Context: an optimization exercise on an open-source flow, tuned for small area, a short achievable clock period and few clock cycles per item. The choices shown serve that exercise and are no tape-out recipe.
RTL that was checked went through simulation tests only; none was proved equivalent to the original.
Only the layout flow was run in run 1; the RTL was not checked for function there.

## flow/design.v (module list and top-level ports; edited modules follow where they fit)
// module hlp_crc: 10118 lines
// module hlp_crc_x2: 7 lines
module hlp_crc (
    input  wire         clk,
    input  wire         rst,
    input  wire         req_valid,
    output wire         req_ready,
    input  wire [63:0]  req_b,
    input  wire [9:0]   req_tag,
    input  wire [255:0] req_data,
    output wire         rsp_valid,
    input  wire         rsp_ready,
    output wire [63:0]  rsp_data,
    output wire [9:0]   rsp_tag
);
  // ...
==> flow/run.sh <==
#!/bin/bash
# synth_recipe.tcl (not shown) runs the flow's synth.tcl, then flattens the netlist and writes it again
# the make line also repeats each setting of config.mk as NAME=value (left out here)
make -C /OpenROAD-flow-scripts/flow DESIGN_CONFIG=/design/flow/config.mk WORK_HOME=/design/flow/orfs CLKGATE_MAP_FILE= SYNTH_SCRIPT=/design/flow/synth_recipe.tcl finish
==> flow/config.mk <==
export PLATFORM = sky130hd
export DESIGN_NAME = hlp_crc
export DESIGN_NICKNAME = hlp_crc
export VERILOG_FILES = /design/flow/design.v
export SDC_FILE = /design/flow/constraint.sdc
export NUM_CORES = 4
export LEC_CHECK = 0
export CAP_MARGIN = 20
export CORE_MARGIN = 2
export CORE_UTILIZATION = 25
export PLACE_DENSITY = 0.4
export SLEW_MARGIN = 20
export SYNTH_HIERARCHICAL = 1
export SYNTH_MINIMUM_KEEP_SIZE = 0
==> flow/constraint.sdc <==
create_clock -name core_clock -period 80.0 [get_ports {clk}]
set_input_delay 16.0000 -clock core_clock [delete_from_list [all_inputs] [get_ports {clk}]]
set_output_delay 16.0000 -clock core_clock [all_outputs]
set_load 0.01 [all_outputs]
==> qor_table.md, run 1 <==
| Parameter | Reported |
|---|---|
| Status | complete, but fails checks |
| Causes of the layout check failure | capacitance limit, slew limit |
| Vias per Instance | 6.49 |
| Post-Place Setup Slack | 61,440 ps |
| Number of nets in the finished design | 9,997 |
| Footprint of the multi-input gates | 70,600 um2 |
| Maximum clock path buffer count | 3 |
| Global-route usage over all layers | 58.0% |
| Share of Yosys cell area claimed by the top area cell type | 57.5% |
| Flip-flop count of the largest register after layout | 256 |
| Fraction of registers with async set/reset | 0% |
| HP Class | flip-flop to flip-flop |
| Count of max-cap constraint violations | 3 |
| Total gr overflow | 0 |
| Critical-path cell with the highest stage delay | sky130_fd_sc_hd__o31ai_1 |
| Routed wire length per instance | 67.2 um |
| Area growth from synthesis to layout | 29.7% |
| Total of clock buffers placed in the layout | 51 |
| Crit-path max cell delay | 760 ps |
| Number of fill cells in the layout | 31,201 |
| Final count of pins violating max slew | 3 |
| Launch point of the worst hold path | rdy_q |
| Routability cong. | 1.38 |
| Element type at the critical path start | input port |
==> run 2, diff against run 1 <==
--- a/flow/design.v
+++ b/flow/design.v
@@ -9,36 +9,36 @@
     output wire         rsp_valid,
     input  wire         rsp_ready,
     output wire [63:0]  rsp_data,
     output wire [9:0]   rsp_tag
 );
     localparam [63:0] ERR_BAD_ARG = 64'h8000_0010_0000_0009;
     reg         tk_q;
     reg  [255:0] d_q;
-    reg  [2:0]  bp_q;        
-    reg         bc_q;
+    reg  [9:0]  n_q;         
+    reg         nhi_q;       
+    reg         bc_q;        
     reg  [31:0] bv_q;
-    reg  [9:0]  bt_q;
-    reg         fst_q;       
-    reg         lst_q;       
-    reg  [4:0]  sh_q;        
-    reg         bad0_q;      
-    reg         rx_q;        
-    reg  [9:0]  rxr_q;       
     reg         rdy_q;
+    reg         act_q;       
+    reg  [9:0]  rem_q;       
     reg  [31:0] s_q;         
-    reg  [2:0]  prof_q;
-    reg         bad_q;
+    reg  [2:0]  prof_q;      
     reg  [9:0]  tag_q;
-    reg         pend_q;      
-    reg         rv_q;        
+    reg         bad_q;
+    reg         spend_q;     
+    reg         rv_q;
     reg  [31:0] r_q;         
     reg         rbad_q;
     reg  [9:0]  rtag_q;
+    reg         pv_q;
+    reg  [31:0] p_q;
+    reg         pbad_q;
+    reg  [9:0]  ptag_q;
     function [5:0] p_width(input [2:0] p);
         case (p)
             3'd2, 3'd3: p_width = 6'd16;
             3'd4:       p_width = 6'd24;
             3'd5:       p_width = 6'd8;
             default:    p_width = 6'd32;
         endcase
     endfunction
@@ -74,41 +74,70 @@
             3'd2, 3'd3: p_cls = 5'b00100;
             3'd4:       p_cls = 5'b01000;
             3'd5:       p_cls = 5'b10000;
             default:    p_cls = 5'b00000;
         endcase
     endfunction
     assign req_ready = rdy_q;
     wire        take    = req_valid && rdy_q;
-    wire [15:0] n_in    = req_b[15:0];
-    wire        n_bad   = (n_in == 16'd0) || (n_in > 16'd512);
-    wire [9:0]  rem0    = rx_q ? rxr_q : n_in[9:0];
-    wire        last0   = rx_q ? (rxr_q <= 10'd32) : (n_bad || (n_in <= 16'd32));
-    wire [2:0]  prof    = fst_q ? bp_q : prof_q;
-    wire        bad     = fst_q ? bad0_q : bad_q;
-    wire [9:0]  tag     = fst_q ? bt_q : tag_q;
-    wire [5:0]  w_b     = p_width(bp_q);
-    wire [31:0] prev_b  = (bv_q & wmask(w_b)) ^ (p_xorout(bp_q) & wmask(w_b));
-    wire [31:0] start_x = bc_q ? prev_b : p_init(bp_q);
-    wire [31:0] start_r = p_refl(bp_q) ? rev32(start_x) : (start_x << (6'd32 - w_b));
-    wire [31:0] s_in    = fst_q ? start_r : s_q;
+    wire        first   = !act_q;
+    wire        n_bad   = nhi_q || (n_q == 10'd0) || (n_q[9] && (n_q[8:0] != 9'd0));
+    wire [2:0]  prof    = prof_q;
+    wire        bad     = first ? (n_bad || (prof_q == 3'd7)) : bad_q;
+    wire [9:0]  rem     = first ? n_q : rem_q;
+    wire        last    = first ? (n_bad || (n_q <= 10'd32)) : (rem_q <= 10'd32);
+    wire [4:0]  sh      = last ? (5'd0 - rem[4:0]) : 5'd0;    
+    wire [5:0]  w_b     = p_width(prof_q);
+    wire [31:0] prev_b  = (bv_q & wmask(w_b)) ^ (p_xorout(prof_q) & wmask(w_b));
+    wire [31:0] start_x = bc_q ? prev_b : p_init(prof_q);
+    wire [31:0] start_r = p_refl(prof_q) ? rev32(start_x) : (start_x << (6'd32 - w_b));
+    wire [31:0] s_in    = first ? start_r : s_q;
     wire        refl    = p_refl(prof);
-    reg  [255:0] t;
-    integer     k, m;
-    always @(*) begin
-        for (k = 0; k < 32; k = k + 1)
-            for (m = 0; m < 8; m = m + 1)
-                t[8 * (31 - k) + m] = refl ? d_q[8 * k + 7 - m] : d_q[8 * k + m];
-        t[255:224] = t[255:224] ^ s_in;
-    end
-    wire [255:0] u      = t >> {sh_q, 3'b000};
-    wire [31:0] u_lo    = (sh_q == 5'd31) ? {s_in[23:0], 8'd0} :
-                          (sh_q == 5'd30) ? {s_in[15:0], 16'd0} :
-                          (sh_q == 5'd29) ? {s_in[7:0], 24'd0} : 32'd0;
+    wire [255:0] tr, t0, t1, t2, t3, t4, u;
+    genvar gk, gm, gi;
+    generate
+        for (gk = 0; gk < 32; gk = gk + 1) begin : g_rf
+            for (gm = 0; gm < 8; gm = gm + 1) begin : g_b
+                hlp_crc_mxi u_m (.s(refl), .a(d_q[8 * gk + 7 - gm]), .b(d_q[8 * gk + gm]),
+                                 .y(tr[8 * (31 - gk) + gm]));
+            end
+        end
+        for (gi = 0; gi < 256; gi = gi + 1) begin : g_sh
+            if (gi < 128) begin : g_4
+                hlp_crc_mxi u_m (.s(sh[4]), .a(t0[gi + 128]), .b(t0[gi]), .y(t1[gi]));
+            end else begin : g_4z
+                assign t1[gi] = !(sh[4] || t0[gi]);
+            end
+            if (gi < 192) begin : g_3
+                hlp_crc_mxi u_m (.s(sh[3]), .a(t1[gi + 64]), .b(t1[gi]), .y(t2[gi]));
+            end else begin : g_3z
+                assign t2[gi] = sh[3] || !t1[gi];
+            end
+            if (gi < 224) begin : g_2
+                hlp_crc_mxi u_m (.s(sh[2]), .a(t2[gi + 32]), .b(t2[gi]), .y(t3[gi]));
+            end else begin : g_2z
+                assign t3[gi] = !(sh[2] || t2[gi]);
+            end
+            if (gi < 240) begin : g_1
+                hlp_crc_mxi u_m (.s(sh[1]), .a(t3[gi + 16]), .b(t3[gi]), .y(t4[gi]));
+            end else begin : g_1z
+                assign t4[gi] = sh[1] || !t3[gi];
+            end
+            if (gi < 248) begin : g_0
+                hlp_crc_mxi u_m (.s(sh[0]), .a(t4[gi + 8]), .b(t4[gi]), .y(u[gi]));
+            end else begin : g_0z
+                assign u[gi] = !(sh[0] || t4[gi]);
+            end
+        end
+    endgenerate
+    assign t0 = {tr[255:224] ^ s_in, tr[223:0]};
+    wire [31:0] u_lo    = (sh == 5'd31) ? {s_in[23:0], 8'd0} :
+                          (sh == 5'd30) ? {s_in[15:0], 16'd0} :
+                          (sh == 5'd29) ? {s_in[7:0], 24'd0} : 32'd0;
     wire [4:0]  cls     = p_cls(prof);
     wire [31:0] y;
     wire [31:0] s_nx    = y ^ u_lo;
     wire x256;
     hlp_crc_x2 g_x256 (.a(u[227]), .b(u[228]), .y(x256));
     wire x257;
     hlp_crc_x2 g_x257 (.a(u[113]), .b(u[156]), .y(x257));
     wire x258;
@@ -10056,70 +10085,100 @@
     hlp_crc_x2 g_xt3111 (.a(ya31_0), .b(ya31_1), .y(xt3111));
     wire xt3112;
     hlp_crc_x2 g_xt3112 (.a(ya31_2), .b(ya31_3), .y(xt3112));
     wire xt3113;
     hlp_crc_x2 g_xt3113 (.a(xt3111), .b(xt3112), .y(xt3113));
     wire xt3114;
     hlp_crc_x2 g_xt3114 (.a(xt3113), .b(ya31_4), .y(xt3114));
     assign y[31] = xt3114;
-    wire        rsp_take = rv_q && rsp_ready;
-    wire        r_free   = !rv_q || rsp_ready;
-    wire        done     = tk_q && lst_q;
-    wire        to_r     = (done || pend_q) && r_free;
-    wire [31:0] f_s     = pend_q ? s_q : s_nx;
-    wire [2:0]  f_p     = pend_q ? prof_q : prof;
-    wire        f_bad   = pend_q ? bad_q : bad;
-    wire [9:0]  f_tag   = pend_q ? tag_q : tag;
+    wire        done    = tk_q && last;           
+    wire        nres    = done || spend_q;        
+    wire        r_free  = !rv_q || rsp_ready;
+    wire [31:0] f_s     = spend_q ? s_q : s_nx;
+    wire [2:0]  f_p     = prof_q;
+    wire        f_bad   = spend_q ? bad_q : bad;
+    wire [9:0]  f_tag   = tag_q;
     wire [5:0]  w_f     = p_width(f_p);
     wire [31:0] out_raw = p_refl(f_p) ? rev32(f_s) : (f_s >> (6'd32 - w_f));
     wire [31:0] out_crc = (out_raw ^ p_xorout(f_p)) & wmask(w_f);
+    wire [31:0] f_dat   = f_bad ? 32'h0000_0009 : out_crc;
     assign rsp_valid = rv_q;
     assign rsp_tag   = rtag_q;
     assign rsp_data  = {rbad_q, 26'd0, rbad_q, 4'd0, r_q};
-    wire        rv_nx   = to_r || (rv_q && !rsp_ready);
-    wire        pend_nx = (done && !r_free) || (pend_q && !r_free);
+    wire        cmd0    = tk_q ? last : !act_q;
+    wire        r_ld    = r_free;
+    wire        p_ld    = !pv_q || r_free;
+    wire        rv_nx   = r_free ? (pv_q || nres) : 1'b1;
+    wire [42:0] r_new   = pv_q ? {ptag_q, pbad_q, p_q} : {f_tag, f_bad, f_dat};
+    wire [42:0] r_cur   = {rtag_q, rbad_q, r_q};
+    wire [42:0] r_d;
+    generate
+        for (gi = 0; gi < 43; gi = gi + 1) begin : g_r
+            hlp_crc_mx2 u_mx (.s(r_ld), .a(r_new[gi]), .b(r_cur[gi]), .y(r_d[gi]));
+        end
+    endgenerate
+    wire        pv_nx   = r_free ? (pv_q && nres) : (pv_q || nres);
+    wire        spend_nx = nres && !r_free && pv_q;
     always @(posedge clk) begin
         d_q    <= req_data;
-        bp_q   <= req_b[18:16];
+        n_q    <= req_b[9:0];
+        nhi_q  <= (req_b[15:10] != 6'd0);
         bc_q   <= req_b[19];
         bv_q   <= req_b[63:32];
-        bt_q   <= req_tag;
-        fst_q  <= !rx_q;
-        lst_q  <= last0;
-        sh_q   <= last0 ? (5'd0 - rem0[4:0]) : 5'd0;
-        bad0_q <= n_bad || (req_b[18:16] == 3'd7);
+        if (rdy_q && cmd0) begin
+            prof_q <= req_b[18:16];
+            tag_q  <= req_tag;
+        end
         if (tk_q) begin
             s_q    <= s_nx;
-            prof_q <= prof;
             bad_q  <= bad;
-            tag_q  <= tag;
+            rem_q  <= rem - 10'd32;
         end
-        if (to_r) begin
-            r_q    <= f_bad ? 32'h0000_0009 : out_crc;
-            rbad_q <= f_bad;
-            rtag_q <= f_tag;
+        r_q    <= r_d[31:0];
+        rbad_q <= r_d[32];
+        rtag_q <= r_d[42:33];
+        if (p_ld) begin
+            p_q    <= f_dat;
+            pbad_q <= f_bad;
+            ptag_q <= f_tag;
         end
         if (rst) begin
-            tk_q   <= 1'b0;
-            rx_q   <= 1'b0;
-            rdy_q  <= 1'b1;
-            pend_q <= 1'b0;
-            rv_q   <= 1'b0;
+            tk_q    <= 1'b0;
+            rdy_q   <= 1'b1;
+            act_q   <= 1'b0;
+            spend_q <= 1'b0;
+            rv_q    <= 1'b0;
+            pv_q    <= 1'b0;
         end else begin
-            tk_q   <= take;
-            if (take) begin
-                rx_q  <= !last0;
-                rxr_q <= rem0 - 10'd32;
-            end
-            pend_q <= pend_nx;
-            rv_q   <= rv_nx;
-            rdy_q  <= !pend_nx && !(take && last0 && rv_nx);
+            tk_q    <= take;
+            if (tk_q)
+                act_q <= !last;
+            spend_q <= spend_nx;
+            rv_q    <= rv_nx;
+            pv_q    <= pv_nx;
+            rdy_q   <= !pv_nx && !spend_nx;
         end
     end
 endmodule
+module hlp_crc_mxi (
+    input  wire s,
+    input  wire a,
+    input  wire b,
+    output wire y
+);
+    assign y = !(s ? a : b);
+endmodule
+module hlp_crc_mx2 (
+    input  wire s,
+    input  wire a,
+    input  wire b,
+    output wire y
+);
+    assign y = s ? a : b;
+endmodule
 module hlp_crc_x2 (
     input  wire a,
     input  wire b,
     output wire y
 );
     assign y = a ^ b;
 endmodule
==> flow/flow/run.sh (new file) <==
#!/bin/bash
set -euo pipefail
PLATFORM_DONT_USE="sky130_fd_sc_hd__probe_p_8 sky130_fd_sc_hd__probec_p_8 sky130_fd_sc_hd__lpflow_bleeder_1 sky130_fd_sc_hd__lpflow_clkbufkapwr_1 sky130_fd_sc_hd__lpflow_clkbufkapwr_16 sky130_fd_sc_hd__lpflow_clkbufkapwr_2 sky130_fd_sc_hd__lpflow_clkbufkapwr_4 sky130_fd_sc_hd__lpflow_clkbufkapwr_8 sky130_fd_sc_hd__lpflow_clkinvkapwr_1 sky130_fd_sc_hd__lpflow_clkinvkapwr_16 sky130_fd_sc_hd__lpflow_clkinvkapwr_2 sky130_fd_sc_hd__lpflow_clkinvkapwr_4 sky130_fd_sc_hd__lpflow_clkinvkapwr_8 sky130_fd_sc_hd__lpflow_decapkapwr_12 sky130_fd_sc_hd__lpflow_decapkapwr_3 sky130_fd_sc_hd__lpflow_decapkapwr_4 sky130_fd_sc_hd__lpflow_decapkapwr_6 sky130_fd_sc_hd__lpflow_decapkapwr_8 sky130_fd_sc_hd__lpflow_inputiso0n_1 sky130_fd_sc_hd__lpflow_inputiso0p_1 sky130_fd_sc_hd__lpflow_inputiso1n_1 sky130_fd_sc_hd__lpflow_inputiso1p_1 sky130_fd_sc_hd__lpflow_inputisolatch_1 sky130_fd_sc_hd__lpflow_isobufsrc_1 sky130_fd_sc_hd__lpflow_isobufsrc_16 sky130_fd_sc_hd__lpflow_isobufsrc_2 sky130_fd_sc_hd__lpflow_isobufsrc_4 sky130_fd_sc_hd__lpflow_isobufsrc_8 sky130_fd_sc_hd__lpflow_isobufsrckapwr_16 sky130_fd_sc_hd__lpflow_lsbuf_lh_hl_isowell_tap_1 sky130_fd_sc_hd__lpflow_lsbuf_lh_hl_isowell_tap_2 sky130_fd_sc_hd__lpflow_lsbuf_lh_hl_isowell_tap_4 sky130_fd_sc_hd__lpflow_lsbuf_lh_isowell_4 sky130_fd_sc_hd__lpflow_lsbuf_lh_isowell_tap_1 sky130_fd_sc_hd__lpflow_lsbuf_lh_isowell_tap_2 sky130_fd_sc_hd__lpflow_lsbuf_lh_isowell_tap_4"
bash standard.sh "BUFFER_PORTS_ARGS=-buffer_cell sky130_fd_sc_hd__buf_1" \
    "DONT_USE_CELLS=$PLATFORM_DONT_USE sky130_fd_sc_hd__xor2_2 sky130_fd_sc_hd__xor2_4 sky130_fd_sc_hd__xnor2_2 sky130_fd_sc_hd__xnor2_4" \
    finish > standard.log 2>&1
==> flow/standard.sh (new file) <==
#!/bin/bash
# synth_recipe.tcl (not shown) runs the flow's synth.tcl, then flattens the netlist and writes it again
# the make line also repeats each setting of config.mk as NAME=value (left out here)
make -C /OpenROAD-flow-scripts/flow DESIGN_CONFIG=/design/flow/config.mk WORK_HOME=/design/flow/orfs CLKGATE_MAP_FILE= SYNTH_SCRIPT=/design/flow/synth_recipe.tcl "${@:-finish}"
==> flow/config.mk (replaced) <==
export PLATFORM = sky130hd
export DESIGN_NAME = hlp_crc
export DESIGN_NICKNAME = hlp_crc
export VERILOG_FILES = /design/flow/design.v
export SDC_FILE = /design/flow/constraint.sdc
export NUM_CORES = 4
export LEC_CHECK = 0
export CAP_MARGIN = 30
export CORE_MARGIN = 2
export CORE_UTILIZATION = 25
export PLACE_DENSITY = 0.4
export SLEW_MARGIN = 30
export SYNTH_HIERARCHICAL = 1
export SYNTH_MINIMUM_KEEP_SIZE = 0
removed: flow/run.sh
==> qor_table.md, run 2 <==
| Parameter | Reported | Change |
|---|---|---|
| Upper clock frequency limit | 58.0 MHz | was 55.7 MHz |
| Number of synthesized flops with an enable pin | 99 | unchanged |
| Most common flop cell mapped by yosys | sky130_fd_sc_hd__dfxtp_1 | unchanged |
| Horiz. Die Dim | 554 um | was 552 um |
| Area growth from synthesis to layout | 24.8% | was 29.7% |
| Routed wire length per instance | 66.7 um | was 67.2 um |
| Endpoint class of the critical path | primary output | was flip-flop |
| Fraction of registers with async set/reset | 0% | unchanged |
| Yosys Warn Count | 7 | unchanged |
| Share of Yosys cell area claimed by the top area cell type | 57.2% | was 57.5% |
| Largest net degree at the start of global routing | 152 | was 121 |
| Top-count cell post-synth | sky130_fd_sc_hd__xor2_1 | unchanged |
| Post CTS Setup Buffer Count | 0 | unchanged |
| Data arrival, critical path | 1250 ps | was 18,500 ps |
| Crit-path max cell delay | 390 ps | was 760 ps |
| Root Driver | sky130_fd_sc_hd__clkbuf_16 | unchanged |
| Count of vias placed by the detailed router | 86,537 | was 89,152 |
| Count of max-cap constraint violations | 0 | was 3 |
| Cell variety after synth | 86 | was 107 |
| Number of nets in the finished design | 10,194 | was 9,997 |
| Commonest cells after routing, fill and taps aside | sky130_fd_sc_hd__xor2_1, sky130_fd_sc_hd__mux2i_1, sky130_fd_sc_hd__buf_4 | was sky130_fd_sc_hd__xor2_1, sky130_fd_sc_hd__buf_4, sky130_fd_sc_hd__mux2i_1 |
| Dominant cell type by area after synthesis | sky130_fd_sc_hd__xor2_1 | unchanged |
| HPWL after DPL | 768,000 um | was 760,000 um |
| Final count of pins violating max slew | 0 | was 3 |
| Vertical die dimension | 554 um | was 552 um |
| Final min period | 17,250 ps | was 17,960 ps |
| Detailed Route WL | 932,000 um | was 924,000 um |
| Number of buffers added to fix hold violations after cts | 0 | unchanged |
| Sum of negative setup slack | 0 ps | unchanged |
| Number of design-rule violations left by the first detailed-router iteration | 16,075 | was 18,064 |
| Share of synthesized area occupied by flip-flops and latches | 13.2% | was 12.3% |
| Placed Instances | 13,675 | was 13,546 |
| Post-place instance area | 91,700 um2 | was 94,700 um2 |
| Element type at the critical path start | flip-flop | was input port |
| Clock latency at the later pin of the worst-skew pair | 680 ps | was 650 ps |
| Clock sink count | 448 | was 414 |
| Gates resized, CTS repair | 0 | unchanged |
| Clock edge transition at the registers on the reported setup and hold paths | 70 ps | about the same |
| Area of all placed cells without fillers | 94,300 um2 | was 97,500 um2 |
| Number of antenna violations at the first check in global routing | 94 | was 79 |
| Number of port buffers | 367 | unchanged |
| Status | timing/DRC/antenna clean | was complete, but fails checks |
| Crit-path leading delay family | flip-flops | was simple AND/OR/NAND/NOR gates |
| Tcrit/Tclk final | 21.6% | was 22.4% |
| Flip-flop count of the largest register after layout | 256 | unchanged |
| First-pass GRT wire length | 1,090,000 um | was 1,080,000 um |
| Total Die Area | 307,000 um2 | was 305,000 um2 |
| HP Class | flip-flop to flip-flop | unchanged |
| Number of buffer and inverter stages on the critical path | 1 | was 2 |
| Initial Utilization | 25.2% | was 25.1% |
| Cell types occupying the most area after synthesis | sky130_fd_sc_hd__xor2_1, sky130_fd_sc_hd__mux2i_1, sky130_fd_sc_hd__dfxtp_1 | unchanged |
| Routability cong. | 1.32 | was 1.38 |
| Most flops, register | d_q | unchanged |
| Fin Clk Skew | 32.8 ps | was 35.6 ps |
| Worst Tran Pin Value | 1340 ps | was 1570 ps |
| RSZ-0062 raised after global routing | false | unchanged |
| Final hold violations | 0 | unchanged |
| CTS tree | done | unchanged |
| Global-route usage over all layers | 58.3% | was 58.0% |
| Remaining antenna violation count after routing | 0 | unchanged |
| Flop and latch count out of synthesis | 448 | was 414 |
| Finished Core Util | 31.4% | was 32.5% |
| # rows | 201 | unchanged |
| Critical-path cell with the highest stage delay | sky130_fd_sc_hd__dfxtp_1 | was sky130_fd_sc_hd__o31ai_1 |
| Count of TritonRoute iterations in the first routing pass | 8 | unchanged |
| Cell Chain, Critical Path | buf_1 | was clkdlybuf4s50_1 > nor3_1 > nand2_1 > nor4b_1 > a21oi_1 > o31ai_1 > inv_1 > and2_1 |
| Fin cells | 13,974 | was 13,745 |
| Post-synthesis area per instance | 9.16 um2 | was 8.71 um2 |
| CTS buffer count | 43 | was 38 |
| Total gr overflow | 0 | unchanged |
| Top Ports | 410 | unchanged |
| Setup Crit Path Kind | flip-flop to primary output | was input port to flip-flop |
| Placeable core region | 300,000 um2 | about the same |
| Vias in the first global route | 73,170 | was 76,326 |
| Final number of setup-violating endpoints | 0 | unchanged |
| Commonest non-fill, non-tap cell in the layout | sky130_fd_sc_hd__xor2_1 | unchanged |
| Drt drc | 0 | unchanged |
| Remaining max-slew budget at the tightest pin | 10.4% | was -5.06% |
| Netlist Area Pre-Place | 75,600 um2 | was 75,200 um2 |
| Maximum clock path buffer count | 3 | unchanged |
| Data required time at the worst endpoint | 64,000 ps | was 80,540 ps |
| Post-synth top cells | sky130_fd_sc_hd__xor2_1, sky130_fd_sc_hd__mux2i_1, sky130_fd_sc_hd__dfxtp_1, sky130_fd_sc_hd__nor2_1, sky130_fd_sc_hd__nand2_1 | was sky130_fd_sc_hd__xor2_1, sky130_fd_sc_hd__mux2i_1, sky130_fd_sc_hd__dfxtp_1, sky130_fd_sc_hd__nand2_1, sky130_fd_sc_hd__nor2_1 |
| Vias per Instance | 6.19 | was 6.49 |
| Crit path max fanout | 3 | was 7 |
| Syn Inst Count | 8,255 | was 8,634 |
| Level count of the clock H-tree | 2 | unchanged |
| Fraction of layout instances using a drive strength above 1 | 16.3% | was 18.4% |
[run 2: cell count changes in the layout (fill, tap and decap cells not counted), sizes merged, moves of 35 or more]
| cell | before | now |
|---|---|---|
| a211oi | 136 | 24 |
| a21oi | 212 | 100 |
| and2 | 179 | 60 |
| buf | 923 | 1678 |
| clkdlybuf4s50 | 367 | 0 |
| mux2i | 736 | 1340 |
| nand2 | 288 | 157 |
| nor3 | 58 | 19 |
| o211ai | 49 | 14 |
| o21ai | 173 | 79 |
[run 2: kinds of logic after synthesis]
logic type	synth area share, %
AO/OA/AOI/OAI	3.64
adder cells (fa/ha/maj)	0.0662
other	0.00496
AND/OR/NAND/NOR	4.93
buffers and inverters	1.24
XOR/XNOR	57.9
multiplexers	19.0
flip-flops	13.2
[run 2: metal layers]
layer / GRT usage (%) / vias to the layer above / share of wire, %
met4: 54.2 / 78 / 11
li1: - / 30571 / -
met5: 17.6 / - / 0.75
met2: 72.3 / 9460 / 36
met1: 62.0 / 43237 / 37
met3: 41.8 / 3191 / 16
[run 2: per-stage QoR]
| step | hold slack (ps) | worst slack, ps |
|---|---|---|
| 2_1_floorplan | 422 | 52720 |
| 3_3_place_gp | 438 | 62480 |
| 3_5_place_dp | 430 | 62640 |
| 4_1_cts | 447 | 62730 |
| 5_1_grt | 455 | 62690 |
| 6_report | 447 | 62750 |
[run 2: final timing paths]
| check | depth (start not counted) | start | to | slack [ps] |
|---|---|---|---|---|
| hold reg to reg | 0 | tag_q[3] | ptag_q[3] | 450 |
| setup reg to reg | 39 | act_q | r_q[13] | 64190 |
| setup / recovery | 1 | rdy_q | req_ready | 62750 |
| hold / removal | 0 | tag_q[3] | ptag_q[3] | 450 |
[run 2: area by class of cell]
class	count	area (um2)
clock buffers	57	1200
flip-flops and latches	448	9970
clock inverters	22	264
inverters	36	150
diodes	126	315
multi-input cells	7621	65800
well taps	3958	4950
fillers	31863	206000
repair buffers	1706	11700
[run 2: Yosys stat by module (local to each module, per instance)]
| module | area [um2] | cells |
|---|---|---|
| hlp_crc | 19100 | 2019 |
| hlp_crc_mxi | 10.0 | 1 |
| hlp_crc_mx2 | 15.0 | 1 |
| hlp_crc_x2 | 8.76 | 1 |
Testbench counts of run 2, summed over its fixed seeds: cycles 10,506, items 2,400.
==> run 3, diff against run 2 <==
--- a/flow/flow/run.sh
+++ b/flow/flow/run.sh
@@ -4,3 +4,3 @@
 bash standard.sh "BUFFER_PORTS_ARGS=-buffer_cell sky130_fd_sc_hd__buf_1" \
-    "DONT_USE_CELLS=$PLATFORM_DONT_USE sky130_fd_sc_hd__xor2_2 sky130_fd_sc_hd__xor2_4 sky130_fd_sc_hd__xnor2_2 sky130_fd_sc_hd__xnor2_4" \
+    "DONT_USE_CELLS=$PLATFORM_DONT_USE sky130_fd_sc_hd__xor2_2 sky130_fd_sc_hd__xor2_4 sky130_fd_sc_hd__xnor2_2 sky130_fd_sc_hd__xnor2_4 sky130_fd_sc_hd__mux2i_2 sky130_fd_sc_hd__mux2i_4 sky130_fd_sc_hd__mux2_4" \
     finish > standard.log 2>&1
==> qor_table.md, run 3 <==
| Parameter | Reported | Change |
|---|---|---|
| Status | timing/DRC/antenna clean | unchanged |
| RSZ-0062 raised after global routing | false | unchanged |
| Largest net degree at the start of global routing | 122 | was 152 |
| Top-count cell post-synth | sky130_fd_sc_hd__xor2_1 | unchanged |
| Vertical die dimension | 553 um | was 554 um |
| Commonest non-fill, non-tap cell in the layout | sky130_fd_sc_hd__xor2_1 | unchanged |
| Flip-flop count of the largest register after layout | 256 | unchanged |
| Routability cong. | 1.34 | was 1.32 |
| Post-synthesis area per instance | 9.14 um2 | was 9.16 um2 |
| Final count of pins violating max slew | 0 | unchanged |
| Placeable core region | 300,000 um2 | about the same |
| Register-to-register setup slack | 63,010 ps | was 64,190 ps |
| Crit-path max cell delay | 360 ps | was 390 ps |
| Clock edge transition at the registers on the reported setup and hold paths | 70 ps | about the same |
| Depth of the critical timing path with buffers and inverters included | 1 | unchanged |
| Gates resized, CTS repair | 0 | unchanged |
| Flop and latch count out of synthesis | 448 | unchanged |
| Number of synthesized flops with an enable pin | 99 | unchanged |
| Post-synth top cells | sky130_fd_sc_hd__xor2_1, sky130_fd_sc_hd__mux2i_1, sky130_fd_sc_hd__dfxtp_1, sky130_fd_sc_hd__nor2_1, sky130_fd_sc_hd__nand2_1 | unchanged |
| Fraction of registers with async set/reset | 0% | unchanged |
| Upper clock frequency limit | 58.2 MHz | was 58.0 MHz |
| Final hold violations | 0 | unchanged |
| Cell depth of the worst min-delay path | 0 | unchanged |
| Yosys Warn Count | 7 | unchanged |
| Maximum clock path buffer count | 3 | unchanged |
| Area growth from synthesis to layout | 23.5% | was 24.8% |
| Syn Inst Count | 8,255 | unchanged |
| Fraction of layout instances using a drive strength above 1 | 15.0% | was 16.3% |
| Number of antenna violations at the first check in global routing | 115 | was 94 |
| HPWL after DPL | 773,000 um | was 768,000 um |
| Total gr overflow | 0 | unchanged |
| # rows | 201 | unchanged |
| Netlist Area Pre-Place | 75,400 um2 | was 75,600 um2 |
| Cell variety after synth | 86 | unchanged |
| Area of all placed cells without fillers | 93,100 um2 | was 94,300 um2 |
| Number of design-rule violations left by the first detailed-router iteration | 16,403 | was 16,075 |
| Setup Crit Path Kind | flip-flop to primary output | unchanged |
| Count of vias placed by the detailed router | 86,732 | was 86,537 |
| Worst Setup EP | req_ready | unchanged |
| Routed wire length per instance | 66.7 um | about the same |
| Beginning of the critical path | rdy_q | unchanged |
| Number of port buffers | 367 | unchanged |
| CTS tree | done | unchanged |
| Drt drc | 0 | unchanged |
| Post CTS Setup Buffer Count | 0 | unchanged |
| Total Die Area | 306,000 um2 | was 307,000 um2 |
| Clock sink count | 448 | unchanged |
| HP Class | flip-flop to flip-flop | unchanged |
| Level count of the clock H-tree | 2 | unchanged |
| Commonest cells after routing, fill and taps aside | sky130_fd_sc_hd__xor2_1, sky130_fd_sc_hd__mux2i_1, sky130_fd_sc_hd__buf_4 | unchanged |
| Most flops, register | d_q | unchanged |
| Final number of setup-violating endpoints | 0 | unchanged |
| Number of buffers added to fix hold violations after cts | 0 | unchanged |
| Element type at the critical path start | flip-flop | unchanged |
| Beginning of the worst register-to-register path | act_q | unchanged |
| Fin Clk Skew | 27.0 ps | was 32.8 ps |
| Top Ports | 410 | unchanged |
| Count of max-cap constraint violations | 0 | unchanged |
| Final min period | 17,180 ps | was 17,250 ps |
| Dominant cell type by area after synthesis | sky130_fd_sc_hd__xor2_1 | unchanged |
| Clock latency at the later pin of the worst-skew pair | 670 ps | was 680 ps |
| Count of cells along the worst register-to-register path | 40 | was 39 |
| First-pass GRT wire length | 1,090,000 um | about the same |
| Number of nets in the finished design | 10,191 | was 10,194 |
| Tcrit/Tclk final | 21.5% | was 21.6% |
| Vias per Instance | 6.21 | was 6.19 |
| Data arrival, critical path | 1180 ps | was 1250 ps |
| Most common flop cell mapped by yosys | sky130_fd_sc_hd__dfxtp_1 | unchanged |
| Reg2Reg Capture Point | r_q[27] | was r_q[13] |
| Number of buffer and inverter stages on the critical path | 1 | unchanged |
| Post-place instance area | 90,700 um2 | was 91,700 um2 |
| Initial Utilization | 25.1% | was 25.2% |
| Cell Chain, Critical Path | buf_1 | unchanged |
| Critical-path cell with the highest stage delay | sky130_fd_sc_hd__dfxtp_1 | unchanged |
| Root Driver | sky130_fd_sc_hd__clkbuf_16 | unchanged |
| Share of Yosys cell area claimed by the top area cell type | 57.3% | was 57.2% |
| Horiz. Die Dim | 553 um | was 554 um |
| Remaining antenna violation count after routing | 0 | unchanged |
| Crit-path leading delay family | flip-flops | unchanged |
| Remaining max-slew budget at the tightest pin | 4.75% | was 10.4% |
| Number of fill cells in the layout | 31,910 | was 31,863 |
| Share of synthesized area occupied by flip-flops and latches | 13.2% | about the same |
| Vias in the first global route | 73,977 | was 73,170 |
| Count of TritonRoute iterations in the first routing pass | 11 | was 8 |
| CTS buffer count | 43 | unchanged |
| Global-route usage over all layers | 58.4% | was 58.3% |
| Data required time at the worst endpoint | 64,000 ps | about the same |
| Cell types occupying the most area after synthesis | sky130_fd_sc_hd__xor2_1, sky130_fd_sc_hd__mux2i_1, sky130_fd_sc_hd__dfxtp_1 | unchanged |
| Worst Tran Pin Value | 1420 ps | was 1340 ps |
| Detailed Route WL | 932,000 um | about the same |
| Endpoint class of the critical path | primary output | unchanged |
| Sum of negative setup slack | 0 ps | unchanged |
| Crit path max fanout | 3 | unchanged |
-- run 3: worst min-delay path by stage --
stage / to / startpoint / slack [ps]
floorplan: ptag_q[0] / tag_q[0] / 420
global placement: ptag_q[8] / tag_q[8] / 430
detailed placement: ptag_q[1] / tag_q[1] / 440
CTS: ptag_q[5] / tag_q[5] / 450
global route: ptag_q[5] / tag_q[5] / 470
finish: ptag_q[7] / tag_q[7] / 460
-- run 3: worst reg2reg max path: cells and delay by family, from the launching register on --
kind | cells | cell delay [ps]
simple gates | 9 | 2640
buf+inv | 9 | 4780
xor+xnor | 13 | 6500
flops | 1 | 720
compound gates | 4 | 1120
fa+ha+maj | 1 | 360
mux | 4 | 770
-- run 3: layer usage --
layer	track usage (%)	part of all wire, %
met1	61.8	36
met4	55.1	12
met3	41.5	16
met2	72.6	35
met5	16.7	0.67
-- run 3: cell families after synthesis --
group / count (synthesis) / share of synthesized area (%)
mux: 1410 / 18.9
simple gates: 767 / 4.94
xor+xnor: 4997 / 58.0
other cells: 1 / 0.00497
fa+ha+maj: 4 / 0.0664
flops: 448 / 13.2
buf+inv: 215 / 1.24
compound gates: 413 / 3.64
-- run 3: area by class of cell --
type	count	area, um2	area share, %
Antenna cell	130	325	0.349
Sequential cell	448	9970	10.7
Multi-Input combinational cell	7621	64800	69.6
Inverter	36	150	0.161
Clock buffer	56	1180	1.26
Tap cell	3958	4950	5.32
Clock inverter	23	215	0.231
Timing Repair Buffer	1703	11600	12.4
-- run 3: per-stage QoR --
step | utilization [%] | hold slack, ps | worst slack [ps] | instances
final | 31.0 | 456 | 62820 | 13975
after global routing | 31.0 | 473 | 62770 | 13901
after CTS | 30.7 | 453 | 62810 | 13767
after detailed placement | 30.2 | 443 | 62300 | 13688
after global placement | 29.8 | 434 | 62510 | 13514
after floorplan | - | 422 | 52690 | 8284
-- run 3: per-module statistics from Yosys, one instance, submodules excluded --
module / cells inside / area [um2]
hlp_crc_mx2: 1 / 11.3
hlp_crc_mxi: 1 / 10.0
hlp_crc: 2019 / 19100
hlp_crc_x2: 1 / 8.76

port drivers added, routing unchanged:
No port has a modelled driver above. Below, the same layouts with a new extraction and two added sets of constraints. Step 1 (the two cells are an assumption about what drives the block):
set clk [get_ports {clk}]
set_driving_cell -lib_cell sky130_fd_sc_hd__clkbuf_16 $clk
set_driving_cell -lib_cell sky130_fd_sc_hd__buf_2 [delete_from_list [all_inputs] $clk]
Step 2 adds t to the input delays and takes it off the output delays; t is the mean of the earliest and latest rising clock arrival at the registers after step 1. Input paths then give back, and output paths get back, about the clock's delay inside the block. Slacks: ideal / step 1 / step 2; pairs: ideal / step 1.
| run | t, ns | setup slack, ns | worst setup path at the end | worst slew at a driven data input, ns | pins driven straight from the clock port |
|---|---|---|---|---|---|
| run 1 | 0.732 | 62.042 / 62.113 / 61.381 | input to register | 0.10 | 1 |
| run 2 | 0.759 | 62.752 / 62.654 / 62.603 | input to register | 0.13 | 1 |
| run 3 | 0.750 | 62.824 / 62.732 / 62.267 | input to register | 0.20 | 1 |
The setup slack of run 1, which loses most, moves by +0.071 ns with the drivers and by -0.661 ns with both steps.
